Source: an optimization exercise on an open RTL-to-GDS flow (aim: small area, a short achievable clock period and few clock cycles per item). Production flows keep margins and buffers that such runs may drop.
Only simulation tests tie the RTL to the original design; equivalence was not proved.

==> design.v <==
module tmu_stats (
    input  wire         clk,
    input  wire         rst,
    input  wire         in_valid,
    output reg          in_ready,
    input  wire [47:0]  in_count,
    input  wire [95:0]  in_sum,
    input  wire [127:0] in_sumsq,
    output reg          out_valid,
    output wire [63:0]  out_mean,
    output wire [63:0]  out_stddev
);
    localparam C = 36;               
    reg  [5:0] ph;                   
    wire       last = in_ready;      
    reg         m_v, m_sgn;
    reg         m_on;                
    reg  [33:0] m_n;                 
    reg  [94:0] m_q;
    reg  [63:0] m_u;
    reg  [69:0] m_ux;                
    reg         m_ub;                
    reg  [96:0] m_acc;               
    wire        in_sgn = in_sum[95];
    wire [63:0] in_u   = in_sum[63:0] ^ {64{in_sgn}};
    wire [2:0]  m_bn  = {m_n[1:0], m_n[33]} & {3{m_on}};
    wire [2:0]  m_bu  = {m_ux[1:0], m_ub};
    wire        m_n1  = m_bn[1] ^ m_bn[0];
    wire        m_n2  = (m_bn == 3'b100) | (m_bn == 3'b011);
    wire        m_nn  = m_bn[2];
    wire        m_u1  = m_bu[1] ^ m_bu[0];
    wire        m_u2  = (m_bu == 3'b100) | (m_bu == 3'b011);
    wire        m_un  = ~m_bu[2];
    wire [98:0] m_rn  = ({99{m_n1}} & {4'd0, m_q}) | ({99{m_n2}} & {3'd0, m_q, 1'b0});
    wire [98:0] m_ru  = ({99{m_u1}} & {35'd0, m_u}) | ({99{m_u2}} & {34'd0, m_u, 1'b0});
    wire [98:0] m_a   = {{2{m_acc[96]}}, m_acc};
    wire [98:0] m_b   = m_rn ^ {99{m_nn}};
    wire [98:0] m_c   = m_ru ^ {99{m_un}};
    wire [98:0] m_cs  = m_a ^ m_b ^ m_c;
    wire [98:0] m_cc  = {(m_a[97:0] & m_b[97:0]) | (m_a[97:0] & m_c[97:0]) | (m_b[97:0] & m_c[97:0]), m_nn};
    wire [98:0] m_sum;
    padd #(.W(99)) m_add (.a(m_cs), .b(m_cc), .cin(m_un), .s(m_sum), .cout());
    reg          s_v, s_sgn;
    reg  [32:0]  s_n;
    reg  [63:0]  s_u;
    reg  [129:0] s_x;                
    reg  [69:0]  s_r;                
    reg  [70:0]  s_rem;              
    wire [74:0]  s_w   = {s_rem, s_x[129:126]};
    wire [73:0]  s_d1;
    wire [75:0]  s_d2a, s_d2b;
    wire         s_c1, s_c2a;
    padd #(.W(73)) s_a1 (.a({s_rem, s_x[129:128]}), .b(~{1'b0, s_r, 2'b01}),
                         .cin(1'b1), .s(s_d1[72:0]), .cout(s_c1));
    padd #(.W(75)) s_a2 (.a(s_w), .b(~{2'b0, s_r, 3'b001}),
                         .cin(1'b1), .s(s_d2a[74:0]), .cout(s_c2a));
    wire [74:0]  s_y   = ~{1'b0, s_r, 4'b1000};
    wire [74:0]  s_z   = ~{2'b0, s_r, 3'b001};
    wire [74:0]  s_ps  = s_w ^ s_y ^ s_z;
    wire [74:0]  s_pc  = {(s_w[73:0] & s_y[73:0]) | (s_w[73:0] & s_z[73:0]) | (s_y[73:0] & s_z[73:0]), 1'b1};
    wire         s_k;
    padd #(.W(75)) s_a3 (.a(s_ps), .b(s_pc), .cin(1'b1), .s(s_d2b[74:0]), .cout(s_k));
    wire         s_g1  = s_c1;
    wire         s_c2b = s_k & ((s_w[74] & s_y[74]) | (s_w[74] & s_z[74]) | (s_y[74] & s_z[74]));
    wire         s_g2  = s_g1 ? s_c2b : s_c2a;
    wire [70:0]  s_nrem = s_g1 ? (s_g2 ? s_d2b[70:0] : {s_d1[68:0], s_x[127:126]})
                               : (s_g2 ? s_d2a[70:0] : s_w[70:0]);
    wire [63:0]  s_abs = s_u + {63'd0, s_sgn};
    reg          q_v, q_sgn, q_sex;
    reg  [32:0]  q_n;
    reg  [37:0]  q_qm, q_qs;         
    reg  [32:0]  q_rm, q_rs;         
    wire [70:0]  q_stm, q_sts;
    dstep2 q_dm (.rem(q_rm), .dq(q_qm), .dv(q_n), .out(q_stm));
    dstep2 q_ds (.rem(q_rs), .dq(q_qs), .dv(q_n), .out(q_sts));
    wire        q_zero = (q_n == 33'd0);
    wire [36:0] q_tm   = q_qm[36:0];
    wire [36:0] q_ts   = q_qs[36:0];
    wire        q_im   = q_tm[0] & ~((q_rm == 33'd0) & ~q_tm[1]);
    wire        q_is   = q_ts[0] & ~(q_sex & (q_rs == 33'd0) & ~q_ts[1]);
    wire [36:0] q_mean = ({1'b0, q_tm[36:1]} ^ {37{q_sgn}}) + {36'd0, q_sgn ^ q_im};
    wire [35:0] q_sd   = q_ts[36:1] + {35'd0, q_is};
    reg  [36:0] o_mean;
    reg  [35:0] o_sd;
    assign out_mean   = {{27{o_mean[36]}}, o_mean};
    assign out_stddev = {28'd0, o_sd};
    always @(posedge clk) begin
        if (rst) begin
            ph        <= 6'd0;
            in_ready  <= 1'b0;
            m_on      <= 1'b1;
            m_v       <= 1'b0;
            s_v       <= 1'b0;
            q_v       <= 1'b0;
            out_valid <= 1'b0;
        end else begin
            ph        <= last ? 6'd0 : ph + 6'd1;
            in_ready  <= (ph == C - 2);
            m_on      <= last | (ph < 6'd16);
            out_valid <= q_v && (ph == 6'd19);
            m_v       <= last ? in_valid : m_v;
            s_v       <= last ? m_v : s_v;
            q_v       <= last ? s_v : q_v;
        end
    end
    always @(posedge clk) begin
        o_mean <= q_zero ? 37'd0 : q_mean;
        o_sd   <= q_zero ? 36'd0 : q_sd;
        if (last) begin
            m_n   <= {1'b0, in_count[32:0]};
            m_q   <= in_sumsq[94:0];
            m_u   <= in_u;
            m_sgn <= in_sgn;
            m_ux  <= {6'd0, in_u};
            m_ub  <= 1'b0;
            m_acc <= in_sgn ? {{32{1'b1}}, in_sum[63:0], 1'b1} : 97'd0;
            s_n   <= m_n[32:0];
            s_u   <= m_u;
            s_sgn <= m_sgn;
            s_x   <= {3'b0, m_acc[56:0], m_ux};
            s_r   <= 70'd0;
            s_rem <= 71'd0;
            q_n   <= s_n;
            q_sgn <= s_sgn;
            q_sex <= (s_rem == 71'd0);
            q_rm  <= {2'b0, s_abs[63:33]};
            q_qm  <= {s_abs[32:0], 5'd0};
            q_rs  <= {1'b0, s_r[69:38]};
            q_qs  <= s_r[37:0];
        end else begin
            if (m_on)
                m_n <= {m_n[1:0], m_n[33:2]};
            m_acc <= m_sum[98:2];
            m_ux  <= {m_sum[1:0], m_ux[69:2]};
            m_ub  <= m_ux[1];
            s_x   <= {s_x[125:0], 4'd0};
            s_r   <= {s_r[67:0], s_g1, s_g2};
            s_rem <= s_nrem;
            {q_rm, q_qm} <= q_stm;
            {q_rs, q_qs} <= q_sts;
        end
    end
endmodule
module dstep2 (
    input  wire [32:0] rem,
    input  wire [37:0] dq,
    input  wire [32:0] dv,
    output wire [70:0] out
);
    wire [34:0] w = {rem, dq[37:36]};
    wire [33:0] d1;
    wire [34:0] d2a, d2b;
    wire        g1, c2a, k;
    padd #(.W(34)) a1 (.a({rem, dq[37]}), .b(~{1'b0, dv}), .cin(1'b1), .s(d1), .cout(g1));
    padd #(.W(35)) a2 (.a(w), .b(~{2'b0, dv}), .cin(1'b1), .s(d2a), .cout(c2a));
    wire [34:0] y  = ~{2'b0, dv};
    wire [34:0] z  = ~{1'b0, dv, 1'b0};
    wire [34:0] ps = w ^ y ^ z;
    wire [34:0] pc = {(w[33:0] & y[33:0]) | (w[33:0] & z[33:0]) | (y[33:0] & z[33:0]), 1'b1};
    padd #(.W(35)) a3 (.a(ps), .b(pc), .cin(1'b1), .s(d2b), .cout(k));
    wire c2b = k & ((w[34] & y[34]) | (w[34] & z[34]) | (y[34] & z[34]));
    wire g2  = g1 ? c2b : c2a;
    assign out = {g1 ? (g2 ? d2b[32:0] : {d1[31:0], dq[36]})
                     : (g2 ? d2a[32:0] : w[32:0]),
                  dq[35:0], g1, g2};
endmodule
module padd #(parameter W = 8) (
    input  wire [W-1:0] a,
    input  wire [W-1:0] b,
    input  wire         cin,
    output wire [W-1:0] s,
    output wire         cout
);
    function integer lg2;            
        input integer x;
        integer k;
        begin
            lg2 = 0;
            for (k = 1; k < x; k = k * 2)
                lg2 = lg2 + 1;
        end
    endfunction
    localparam L = lg2(W + 1);
    wire [W:0] g [0:L];
    wire [W:0] p [0:L];
    assign g[0] = {a & b, cin};
    assign p[0] = {a ^ b, 1'b0};
    genvar l, i;
    generate
        for (l = 0; l < L; l = l + 1) begin : lv
            for (i = 0; i <= W; i = i + 1) begin : bt
                if ((i >> l) & 1) begin : c
                    localparam integer J = ((i >> l) << l) - 1;
                    assign g[l+1][i] = g[l][i] | (p[l][i] & g[l][J]);
                    assign p[l+1][i] = p[l][i] & p[l][J];
                end else begin : n
                    assign g[l+1][i] = g[l][i];
                    assign p[l+1][i] = p[l][i];
                end
            end
        end
    endgenerate
    assign s    = p[0][W:1] ^ g[L][W-1:0];
    assign cout = g[L][W];
endmodule
==> run.sh <==
#!/bin/bash
# synth_recipe.tcl (not shown) runs the flow's synth.tcl, then flattens the netlist and writes it again
# the make line also repeats each setting of config.mk as NAME=value (left out here)
make -C /OpenROAD-flow-scripts/flow DESIGN_CONFIG=/design/flow/config.mk WORK_HOME=/design/flow/orfs CLKGATE_MAP_FILE= SYNTH_SCRIPT=/design/flow/synth_recipe.tcl finish
==> config.mk <==
export PLATFORM = sky130hd
export DESIGN_NAME = tmu_stats
export DESIGN_NICKNAME = tmu_stats
export VERILOG_FILES = /design/flow/design.v
export SDC_FILE = /design/flow/constraint.sdc
export NUM_CORES = 4
export LEC_CHECK = 0
export ABC_CLOCK_PERIOD_IN_PS = 3000
export CAP_MARGIN = 20
export CORE_MARGIN = 2
export CORE_UTILIZATION = 40
export SETUP_SLACK_MARGIN = 5
export SLEW_MARGIN = 20
==> constraint.sdc <==
create_clock -name core_clock -period 10.0 [get_ports {clk}]
set_input_delay 2.0000 -clock core_clock [delete_from_list [all_inputs] [get_ports {clk}]]
set_output_delay 2.0000 -clock core_clock [all_outputs]
set_load 0.01 [all_outputs]
==> results of run 1 <==
kinds of logic (layout without fill, tap and decap cells):
| logic type | count (synthesis) | after routing | synth area share, % |
|---|---|---|---|
| compound gates | 1599 | 1602 | 16.0 |
| xor+xnor | 660 | 660 | 8.79 |
| fa+ha+maj | 870 | 870 | 19.7 |
| buf+inv | 708 | 1085 | 4.41 |
| flops | 993 | 993 | 35.2 |
| mux | 305 | 307 | 5.15 |
| other cells | 1 | 31 | 0.00571 |
| simple gates | 1480 | 1481 | 10.7 |
path summary, 6_finish.rpt:
check / slack [ns] / to / depth (start not counted)
setup / recovery: 4.59 / m_acc[55]$_DFF_P_ / 25
hold / removal: 0.42 / s_sgn$_DFFE_PP_ / 0
setup reg to reg: 4.59 / m_acc[55]$_DFF_P_ / 25
hold reg to reg: 0.42 / s_sgn$_DFFE_PP_ / 0
layout make-up:
| type | instances | area [um^2] | area share [%] |
|---|---|---|---|
| clock inverter | 60 | 790 | 1.02 |
| sequential | 993 | 23200 | 29.9 |
| multi-input combinational | 4948 | 41400 | 53.3 |
| timing repair buffer | 464 | 4770 | 6.15 |
| clock buffer | 149 | 3140 | 4.04 |
| antenna | 3 | 7.51 | 0.00968 |
| tap | 2175 | 2720 | 3.51 |
| inverter | 412 | 1590 | 2.05 |
worst max-delay path: cells and delay by family (launching register included):
kind / cells / cell delay [ns]
DFF: 1 / 0.39
and+or+nand+nor: 4 / 0.43
adders and majority gates: 3 / 0.95
AOI/OAI and AO/OA: 9 / 2.10
buffers and inverters: 6 / 0.75
xor gates and xnor gates: 2 / 0.29
muxes: 1 / 0.38
state kept, by name, summed over array words and instances (netlist names), 6 cells and up:
signal  cells
s_x       130
m_acc      97
m_q        95
s_rem      71
m_ux       70
s_r        70
m_u        64
s_u        64
q_qm       38
q_qs       38
o_mean     37
o_sd       36
m_n        34
q_n        33
q_rm       33
q_rs       33
s_n        33
ph          6
synthesized netlist by cell type, types with 175 or more instances:
library cell	count	area (um^2)
xor2_1	241	2110
a21oi_1	400	2000
a21o_1	175	1310
dfxtp_1	667	13400
xnor2_1	419	3670
inv_1	409	1540
nor2_1	454	1700
nand2_1	377	1420
ha_1	593	7420
edfxtp_1	326	9790
clkbuf_1	198	743
fa_1	277	5550
o21ai_0	310	1550
mux2_2	266	3000
metal layers:
layer,up-vias,track usage [%],wire length [um]
met5,-,0,0
li1,24316,-,-
met3,322,2.88,9710
met4,0,7.60,7100
met2,1369,37.9,91700
met1,24655,28.3,81800
repair_timing:
action                     4_1_cts  5_1_grt
hold buffers                     0        0
pin swaps                      109       64
setup endpoints to repair      239      187
gates resized for setup        272      129
cloned                          11        2
buffers inserted                82       33
==> results by group, run 1 <==
Run status
  – Status: failed layout checks
  – Failed Checks: max-capacitance violations, max-slew violations

Worst setup path
  – Reg2reg start: m_n[33]$_SDFFE_PP0P_
  – Crit start category: flip-flop
  – Crit path from: m_n[33]$_SDFFE_PP0P_
  – CP endpoint kind: flip-flop
  – WS Path Type: flip-flop to flip-flop
  – Worst path arrival time: just over 6 ns
  – Crit-path max FO: 6
  – Worst path max stage delay: 0.57 ns
  – Most used cell, CP: ha_4
  – Worst EP required: 10.62 ns
  – Critical path's slowest cell: fa_1

Layout
  – Final Util: around 48%
  – Commonest non-fill, non-tap cell in the layout: dfxtp_1
  – Area Growth Syn to Fin: 18.0%
  – Share of layout cells above drive strength 1: between 10% and 20%
  – Final instance area: roughly 78,000 um^2
  – Most frequent cells in the layout: 660 x dfxtp_1, 574 x ha_1, 441 x nor2_1, 402 x xnor2_1, 391 x inv_1
  – Non-Filler Instances: ~9,200
  – Fillers: 15,064
  – # nets final: 8,075

STA
  – Rel. slew slack: -9.44%
  – Post-Route Setup TNS: 0 ns
  – Slew @ Worst Pin: between 1.5 and 2 ns
  – Final hold vios: 0
  – Hold WS: a little over 0.4 ns
  – Setup Viol. Count Final: 0
  – Fin worst setup slack: 4.59 ns
  – RSZ-0062 raised after global routing: true
  – Crit path time final: between 5 and 6 ns
  – Fin crit share: between 50% and 60%
  – Max Clock Skew: slightly above 0.06 ns
  – Peak Freq: between 0.15 and 0.2 GHz
  – Slew Limit Fails: 4

Logic synthesis
  – Synth Flop Type: dfxtp_1
  – Cells after Synth: approximately 6,600
  – Seq/Total Area, Yosys: 35.2%
  – Synth Cell Area: between 60,000 and 70,000 um^2
  – YS warnings: 6
  – EDFF count, synth: around 330
  – Netlist cell types: approximately 100
  – Post-synth ARST share: 0%
  – Yosys reg bits: 993
  – Syn avg cell area: 9.93 um^2

Floorplanning
  – Row count: ~150
  – Starting Density: approximately two fifths
  – Die width: 409 um
  – Core area: 163,000 um^2
  – Die height: around 400 um
  – # IOs: roughly 410
  – Die ar.: approximately 170,000 um^2

Detailed routing
  – First-iteration detailed-routing DRC count: between 3,000 and 4,000
  – Drt drc: 0
  – Remaining antenna violation count: 0
  – DRT Pass-1 Iters: 5
  – Final wirelength: roughly 190 mm
  – Via Count: 50,662
  – Routed len/inst: between 20 and 25 um
  – Via density: about 5.5

Clock tree
  – Clock root buffer: clkbuf_16
  – Htree depth: 3
  – Worst skew pair latency: ~0.76 ns
  – Clock slew at reported path FFs: 0.07 ns
  – Total CTS buffers: between 100 and 150
  – Clock Tree Buf Depth: 3
  – Clk sink count: 993
  – CTS tree: yes

Placed design
  – PortBufs: between 200 and 300
  – Hpwl dp: 137 mm
  – Area of placed instances: ~71,000 um^2
  – GPL Wtd Cong: ~0.94
  – DP Cell Count: about 8,900
  – Place WS: between 3 and 4 ns

Worst hold path
  – Origin of the worst min-delay path: m_sgn$_DFFE_PP_
  – Hold crit path type: flip-flop to flip-flop

Global route
  – Largest net degree at the start of global routing: 221
  – Vias in the first global route: about 51,000
  – Grt ovf: 0
  – Initial antenna violation count: 2
  – First-pass GRT wire length: about 300 mm
  – All-Layer GR Usage: about 22%

Flow run
  – Max-Cap Viols: 1
Testbench counts, summed over its fixed seeds: cycles 86,864, items 2,400.
==> inputs of run 2 (changes only) <==
--- a/design.v
+++ b/design.v
@@ -12,34 +12,32 @@
 );
     localparam C = 36;               
     reg  [5:0] ph;                   
-    wire       last = in_ready;      
+    wire       last = (ph == C - 1);  
     reg         m_v, m_sgn;
     reg         m_on;                
     reg  [33:0] m_n;                 
     reg  [94:0] m_q;
     reg  [63:0] m_u;
     reg  [69:0] m_ux;                
-    reg         m_ub;                
-    reg  [96:0] m_acc;               
+    reg  [98:0] m_cs, m_cc;          
+    reg         m_cy;
     wire        in_sgn = in_sum[95];
     wire [63:0] in_u   = in_sum[63:0] ^ {64{in_sgn}};
-    wire [2:0]  m_bn  = {m_n[1:0], m_n[33]} & {3{m_on}};
-    wire [2:0]  m_bu  = {m_ux[1:0], m_ub};
-    wire        m_n1  = m_bn[1] ^ m_bn[0];
-    wire        m_n2  = (m_bn == 3'b100) | (m_bn == 3'b011);
-    wire        m_nn  = m_bn[2];
-    wire        m_u1  = m_bu[1] ^ m_bu[0];
-    wire        m_u2  = (m_bu == 3'b100) | (m_bu == 3'b011);
-    wire        m_un  = ~m_bu[2];
-    wire [98:0] m_rn  = ({99{m_n1}} & {4'd0, m_q}) | ({99{m_n2}} & {3'd0, m_q, 1'b0});
-    wire [98:0] m_ru  = ({99{m_u1}} & {35'd0, m_u}) | ({99{m_u2}} & {34'd0, m_u, 1'b0});
-    wire [98:0] m_a   = {{2{m_acc[96]}}, m_acc};
-    wire [98:0] m_b   = m_rn ^ {99{m_nn}};
-    wire [98:0] m_c   = m_ru ^ {99{m_un}};
-    wire [98:0] m_cs  = m_a ^ m_b ^ m_c;
-    wire [98:0] m_cc  = {(m_a[97:0] & m_b[97:0]) | (m_a[97:0] & m_c[97:0]) | (m_b[97:0] & m_c[97:0]), m_nn};
-    wire [98:0] m_sum;
-    padd #(.W(99)) m_add (.a(m_cs), .b(m_cc), .cin(m_un), .s(m_sum), .cout());
+    reg         m_n1, m_n2, m_nn, m_u1, m_u2, m_un;
+    wire [2:0]  m_bn = last ? {in_count[1:0], 1'b0} : ({m_n[3:1]} & {3{ph < 6'd16}});
+    wire [2:0]  m_bu = last ? {in_u[1:0], 1'b0} : m_ux[3:1];
+    wire [96:0]  m_mn = ({97{m_n1}} & {2'd0, m_q}) | ({97{m_n2}} & {1'd0, m_q, 1'b0});
+    wire [64:0]  m_mu = ({65{m_u1}} & {1'd0, m_u}) | ({65{m_u2}} & {m_u, 1'b0});
+    wire [100:0] m_ra = {2'b0, m_cs};
+    wire [100:0] m_rb = {2'b0, m_cc};
+    wire [100:0] m_rc = {1'b0, ~m_nn, m_nn, m_nn, m_mn ^ {97{m_nn}}};
+    wire [100:0] m_s1 = m_ra ^ m_rb ^ m_rc;
+    wire [100:0] m_c1 = {(m_ra[99:0] & m_rb[99:0]) | (m_ra[99:0] & m_rc[99:0]) | (m_rb[99:0] & m_rc[99:0]), m_nn};
+    wire [100:0] m_rd = {2'b0, ~m_un, {33{m_un}}, m_mu ^ {65{m_un}}};
+    wire [100:0] m_s2 = m_s1 ^ m_c1 ^ m_rd;
+    wire [100:0] m_c2 = {(m_s1[99:0] & m_c1[99:0]) | (m_s1[99:0] & m_rd[99:0]) | (m_c1[99:0] & m_rd[99:0]), m_un};
+    wire [2:0]   m_lo = {1'b0, m_s2[1:0]} + {1'b0, m_c2[1:0]} + {2'b0, m_cy};
+    wire [56:0]  m_dh = m_cs[56:0] + m_cc[56:0] + {56'd0, m_cy};    
     reg          s_v, s_sgn;
     reg  [32:0]  s_n;
     reg  [63:0]  s_u;
@@ -63,8 +61,8 @@
     wire         s_g1  = s_c1;
     wire         s_c2b = s_k & ((s_w[74] & s_y[74]) | (s_w[74] & s_z[74]) | (s_y[74] & s_z[74]));
     wire         s_g2  = s_g1 ? s_c2b : s_c2a;
-    wire [70:0]  s_nrem = s_g1 ? (s_g2 ? s_d2b[70:0] : {s_d1[68:0], s_x[127:126]})
-                               : (s_g2 ? s_d2a[70:0] : s_w[70:0]);
+    wire [70:0]  s_nrem = s_g1 ? (s_c2b ? s_d2b[70:0] : {s_d1[68:0], s_x[127:126]})
+                               : (s_c2a ? s_d2a[70:0] : s_w[70:0]);
     wire [63:0]  s_abs = s_u + {63'd0, s_sgn};
     reg          q_v, q_sgn, q_sex;
     reg  [32:0]  q_n;
@@ -89,6 +87,7 @@
             ph        <= 6'd0;
             in_ready  <= 1'b0;
             m_on      <= 1'b1;
+            {m_n1, m_n2, m_nn, m_u1, m_u2, m_un} <= 6'b000001;
             m_v       <= 1'b0;
             s_v       <= 1'b0;
             q_v       <= 1'b0;
@@ -97,6 +96,12 @@
             ph        <= last ? 6'd0 : ph + 6'd1;
             in_ready  <= (ph == C - 2);
             m_on      <= last | (ph < 6'd16);
+            m_n1      <= m_bn[1] ^ m_bn[0];
+            m_n2      <= (m_bn == 3'b100) | (m_bn == 3'b011);
+            m_nn      <= m_bn[2];
+            m_u1      <= m_bu[1] ^ m_bu[0];
+            m_u2      <= (m_bu == 3'b100) | (m_bu == 3'b011);
+            m_un      <= ~m_bu[2];
             out_valid <= q_v && (ph == 6'd19);
             m_v       <= last ? in_valid : m_v;
             s_v       <= last ? m_v : s_v;
@@ -112,12 +117,13 @@
             m_u   <= in_u;
             m_sgn <= in_sgn;
             m_ux  <= {6'd0, in_u};
-            m_ub  <= 1'b0;
-            m_acc <= in_sgn ? {{32{1'b1}}, in_sum[63:0], 1'b1} : 97'd0;
+            m_cs  <= in_sgn ? {1'b0, {33{1'b1}}, in_sum[63:0], 1'b1} : {1'b1, 98'd0};
+            m_cc  <= 99'd0;
+            m_cy  <= 1'b0;
             s_n   <= m_n[32:0];
             s_u   <= m_u;
             s_sgn <= m_sgn;
-            s_x   <= {3'b0, m_acc[56:0], m_ux};
+            s_x   <= {3'b0, m_dh, m_ux};
             s_r   <= 70'd0;
             s_rem <= 71'd0;
             q_n   <= s_n;
@@ -130,9 +136,10 @@
         end else begin
             if (m_on)
                 m_n <= {m_n[1:0], m_n[33:2]};
-            m_acc <= m_sum[98:2];
-            m_ux  <= {m_sum[1:0], m_ux[69:2]};
-            m_ub  <= m_ux[1];
+            m_cs  <= m_s2[100:2];
+            m_cc  <= m_c2[100:2];
+            m_cy  <= m_lo[2];
+            m_ux  <= {m_lo[1:0], m_ux[69:2]};
             s_x   <= {s_x[125:0], 4'd0};
             s_r   <= {s_r[67:0], s_g1, s_g2};
             s_rem <= s_nrem;
@@ -160,8 +167,8 @@
     padd #(.W(35)) a3 (.a(ps), .b(pc), .cin(1'b1), .s(d2b), .cout(k));
     wire c2b = k & ((w[34] & y[34]) | (w[34] & z[34]) | (y[34] & z[34]));
     wire g2  = g1 ? c2b : c2a;
-    assign out = {g1 ? (g2 ? d2b[32:0] : {d1[31:0], dq[36]})
-                     : (g2 ? d2a[32:0] : w[32:0]),
+    assign out = {g1 ? (c2b ? d2b[32:0] : {d1[31:0], dq[36]})
+                     : (c2a ? d2a[32:0] : w[32:0]),
                   dq[35:0], g1, g2};
 endmodule
 module padd #(parameter W = 8) (
==> run 2 against run 1 <==
Now clean on timing, DRC and antenna. Maximum frequency rose by 9.2%. Synthesized area rose by 7.3%. Clock skew down 0.023 ns. Highest routed layer unchanged.
==> results by group, run 2 <==
Detailed routing
  – Via density: 5.38 (-2.2%)
  – First-iteration detailed-routing DRC count: 3,777 (+17%)
  – DRT Pass-1 Iters: 5 (unchanged)
  – Remaining antenna violation count: 0 (unchanged)
  – Via Count: 54,768 (+8.1%)
  – Routed len/inst: 19.7 um (-4.9%)
  – Drt drc: 0 (unchanged)
  – Final wirelength: 200 mm (+5.1%)

Placed design
  – PortBufs: 297 (unchanged)
  – Hpwl dp: 148 mm (+8.5%)
  – GPL Wtd Cong: 0.915 (-2.8%)
  – Place WS: 4.26 ns (+1.12 ns)

STA
  – Fin worst setup slack: 5.05 ns (+0.454 ns)
  – Crit path time final: 4.95 ns (-0.454 ns)
  – Post-Route Setup TNS: 0 ns (unchanged)
  – Setup Viol. Count Final: 0 (unchanged)
  – Slew Limit Fails: 0 (-4)
  – Peak Freq: 0.202 GHz (+9.2%)
  – Slew @ Worst Pin: 1.26 ns (-0.369 ns)
  – Final hold vios: 0 (unchanged)
  – Rel. slew slack: 16.1% (+26 points)
  – RSZ-0062 raised after global routing: true
  – Fin crit share: 49.5% (-4.5 points)
  – Max Clock Skew: 0.0390 ns (-0.0227 ns)

Layout
  – Largest Register: s_x
  – FF+latch area: 25,300 um^2 (+9.2%)
  – Area Growth Syn to Fin: 14.2%
  – Most frequent cells in the layout: 1,180 x nand2_1, 768 x dfxtp_1, 553 x ha_1, 418 x a21oi_1, 414 x inv_1
  – # nets final: 8,925 (+11%)
  – Largest regs: s_x (130), m_cc (99), m_cs (99)
  – Commonest non-fill, non-tap cell in the layout: nand2_1
  – Share of layout cells above drive strength 1: 5.22% (-7.7 points)
  – Fillers: 16,754 (+11%)
  – Multi-input gate area: 42,500 um^2 (+2.7%)
  – Number of flip-flops in the largest register: 130 (unchanged)

Logic synthesis
  – Top post-synthesis cells by area: dfxtp_1 22%, edfxtp_1 14%, fa_1 11%
  – Synth Flop Type: dfxtp_1
  – Cell with the most instances after synthesis: nand2_1
  – Syn avg cell area: 9.38 um^2 (-5.6%)
  – Synth Cell Area: 70,500 um^2 (+7.3%)
  – Post-synth top area cell: dfxtp_1
  – Cells after Synth: 7,517 (+14%)
  – Post-synth top cells: 1,184 x nand2_1, 774 x dfxtp_1, 553 x ha_1
  – Seq/Total Area, Yosys: 35.9% (+0.65 points)
  – Yosys reg bits: 1,100 (+11%)
  – Synth top area share: 22.0% (+1.7 points)
  – Post-synth ARST share: 0% (unchanged)
  – Netlist cell types: 88 (-10%)
  – EDFF count, synth: 326 (unchanged)
  – YS warnings: 5 (-1)

Clock tree
  – Clock Tree Buf Depth: 3 (unchanged)
  – Clock root buffer: clkbuf_16
  – # hold bufs at CTS: 0 (unchanged)
  – Clk sink count: 1,100 (+11%)
  – Total CTS buffers: 132 (+19%)
  – Htree depth: 4 (+1)
  – Clock slew at reported path FFs: 0.06 ns (about the same)
  – CTS tree: yes
  – Worst skew pair latency: 0.80 ns (+0.04 ns)

Global route
  – Initial antenna violation count: 5 (+3)
  – Grt ovf: 0 (unchanged)
  – Vias in the first global route: 54,564 (+7.7%)
  – First-pass GRT wire length: 313 mm (+7.0%)
  – Largest net degree at the start of global routing: 249 (+13%)
  – All-Layer GR Usage: 22.1% (+0.033 points)

Worst hold path
  – Hold crit path type: flip-flop to flip-flop

Worst setup path
  – Worst path max stage delay: 0.50 ns (-0.07 ns)
  – Worst path bufs/invs: 3 (-3)
  – Worst path arrival time: 5.60 ns (-0.43 ns)
  – Crit-path max FO: 34 (+28)
  – Critical path's slowest cell: fa_1
  – WS Path Type: flip-flop to flip-flop
  – CP endpoint kind: flip-flop
  – Cells along the critical path: inv_1 -> fa_1 -> ha_1 -> a21o_1 -> a31oi_2 -> o211ai_1 -> a21oi_1 -> o2bb2ai_1 -> a211oi_2 -> o211ai_1 -> clkbuf_8 -> and2_4 -> buf_12 -> nor4b_1 -> or4_1
  – Top delay family on crit path: compound AO/OA/AOI/OAI gates
  – Most used cell, CP: o211ai_1
  – Crit start category: flip-flop
  – Worst EP required: 10.65 ns (+0.03 ns)

Flow run
  – Max-Cap Viols: 0 (-1)

Floorplanning
  – Row count: 154 (+4.1%)
  – Die width: 424 um (+3.5%)
  – Die height: 424 um (+3.5%)
  – Starting Density: 40.1% (-0.21 points)
  – # IOs: 405 (unchanged)
  – Core area: 176,000 um^2 (+7.8%)
  – Die ar.: 180,000 um^2 (+7.2%)

Run status
  – Status: finished clean
[run 2: cell count changes after synthesis, moves of 21 or more]
cell,delta
a21oi_1,+21
nand2_1,+807
ha_1,-40
a211oi_1,-25
clkbuf_1,+26
o21ai_0,+74
nor3_1,-27
mux2i_1,+21
and2_1,+112
mux2_2,-247
nor2_1,-50
dfxtp_1,+107
fa_1,+98
[run 2: timing repair]
action | in CTS | in global routing
setup buffers | 3 | 26
resized for setup | 33 | 46
pin swaps | 0 | 4
endpoints found under the setup margin | 121 | 130
[run 2: final cells by class]
type / count / share of cell area, %
sequential: 1100 / 31.4
clock inverter: 71 / 0.947
timing repair buffer: 383 / 4.61
clock buffer: 172 / 4.51
inverter: 428 / 2.06
multi-input combinational: 5677 / 52.8
antenna: 3 / 0.00933
tap: 2340 / 3.64
[run 2: through the flow]
step / hold slack [ns] / instances / util [%] / cell area (um^2)
after floorplan: 0.392 / 7544 / - / 70600
after global placement: 0.402 / 9899 / 43.0 / 75600
after detailed placement: 0.405 / 9899 / 43.0 / 75600
after CTS: 0.403 / 10145 / 45.6 / 80100
after global routing: 0.417 / 10174 / 45.8 / 80500
final: 0.402 / 10174 / 45.8 / 80500
[run 2: cells by family after synthesis]
family | after synthesis | synth area share [%]
simple gates | 2323 | 14.8
flops | 1100 | 35.9
mux | 79 | 1.16
xor+xnor | 637 | 7.91
compound gates | 1682 | 15.4
buf+inv | 767 | 4.40
other cells | 1 | 0.00532
fa+ha+maj | 928 | 20.5
[run 2: per-layer routing]
metal	up-vias	share of wire [%]	GRT usage, %
li1	26554	-	-
met1	26638	46	30.4
met2	1321	46	36.0
met3	255	4.9	2.87
met4	0	2.7	6.67
met5	-	0	0
[run 2: final timing paths]
| kind | start | to | slack, ns | depth (start not counted) |
|---|---|---|---|---|
| worst max-delay path | s_r[38]$_SDFF_PP0_ | s_rem[41]$_SDFF_PP0_ | 5.05 | 15 |
| worst min-delay path | s_n[7]$_DFFE_PP_ | q_n[7]$_DFFE_PP_ | 0.40 | 0 |
| worst max register to register | s_r[38]$_SDFF_PP0_ | s_rem[41]$_SDFF_PP0_ | 5.05 | 15 |
| worst min register to register | s_n[7]$_DFFE_PP_ | q_n[7]$_DFFE_PP_ | 0.40 | 0 |
Testbench counts of run 2, summed over its fixed seeds: cycles 86,864, items 2,400.

-- separate check: timing with driven ports --
Ports are ideal in the flow. The routed layouts listed here were re-timed in OpenROAD.
Step 1, drivers: a clkbuf_16 drives clk and a buf_2 each remaining input, both assumed.
Step 2, shift: input delay + t, output delay - t, t = (earliest + latest rising clock arrival at the registers) / 2. This alone moves slack from input paths to output paths.
a / b / c = ideal / step 1 / step 2; a / b = the first two.
| run | shift t [ns] | setup WS [ns] | cell pins on the clock port's net |
|---|---|---|---|
| run 1 | 0.802 | 4.592 / 4.592 / 4.592 | 1 |
| run 2 | 0.853 | 5.046 / 5.046 / 5.046 | 1 |
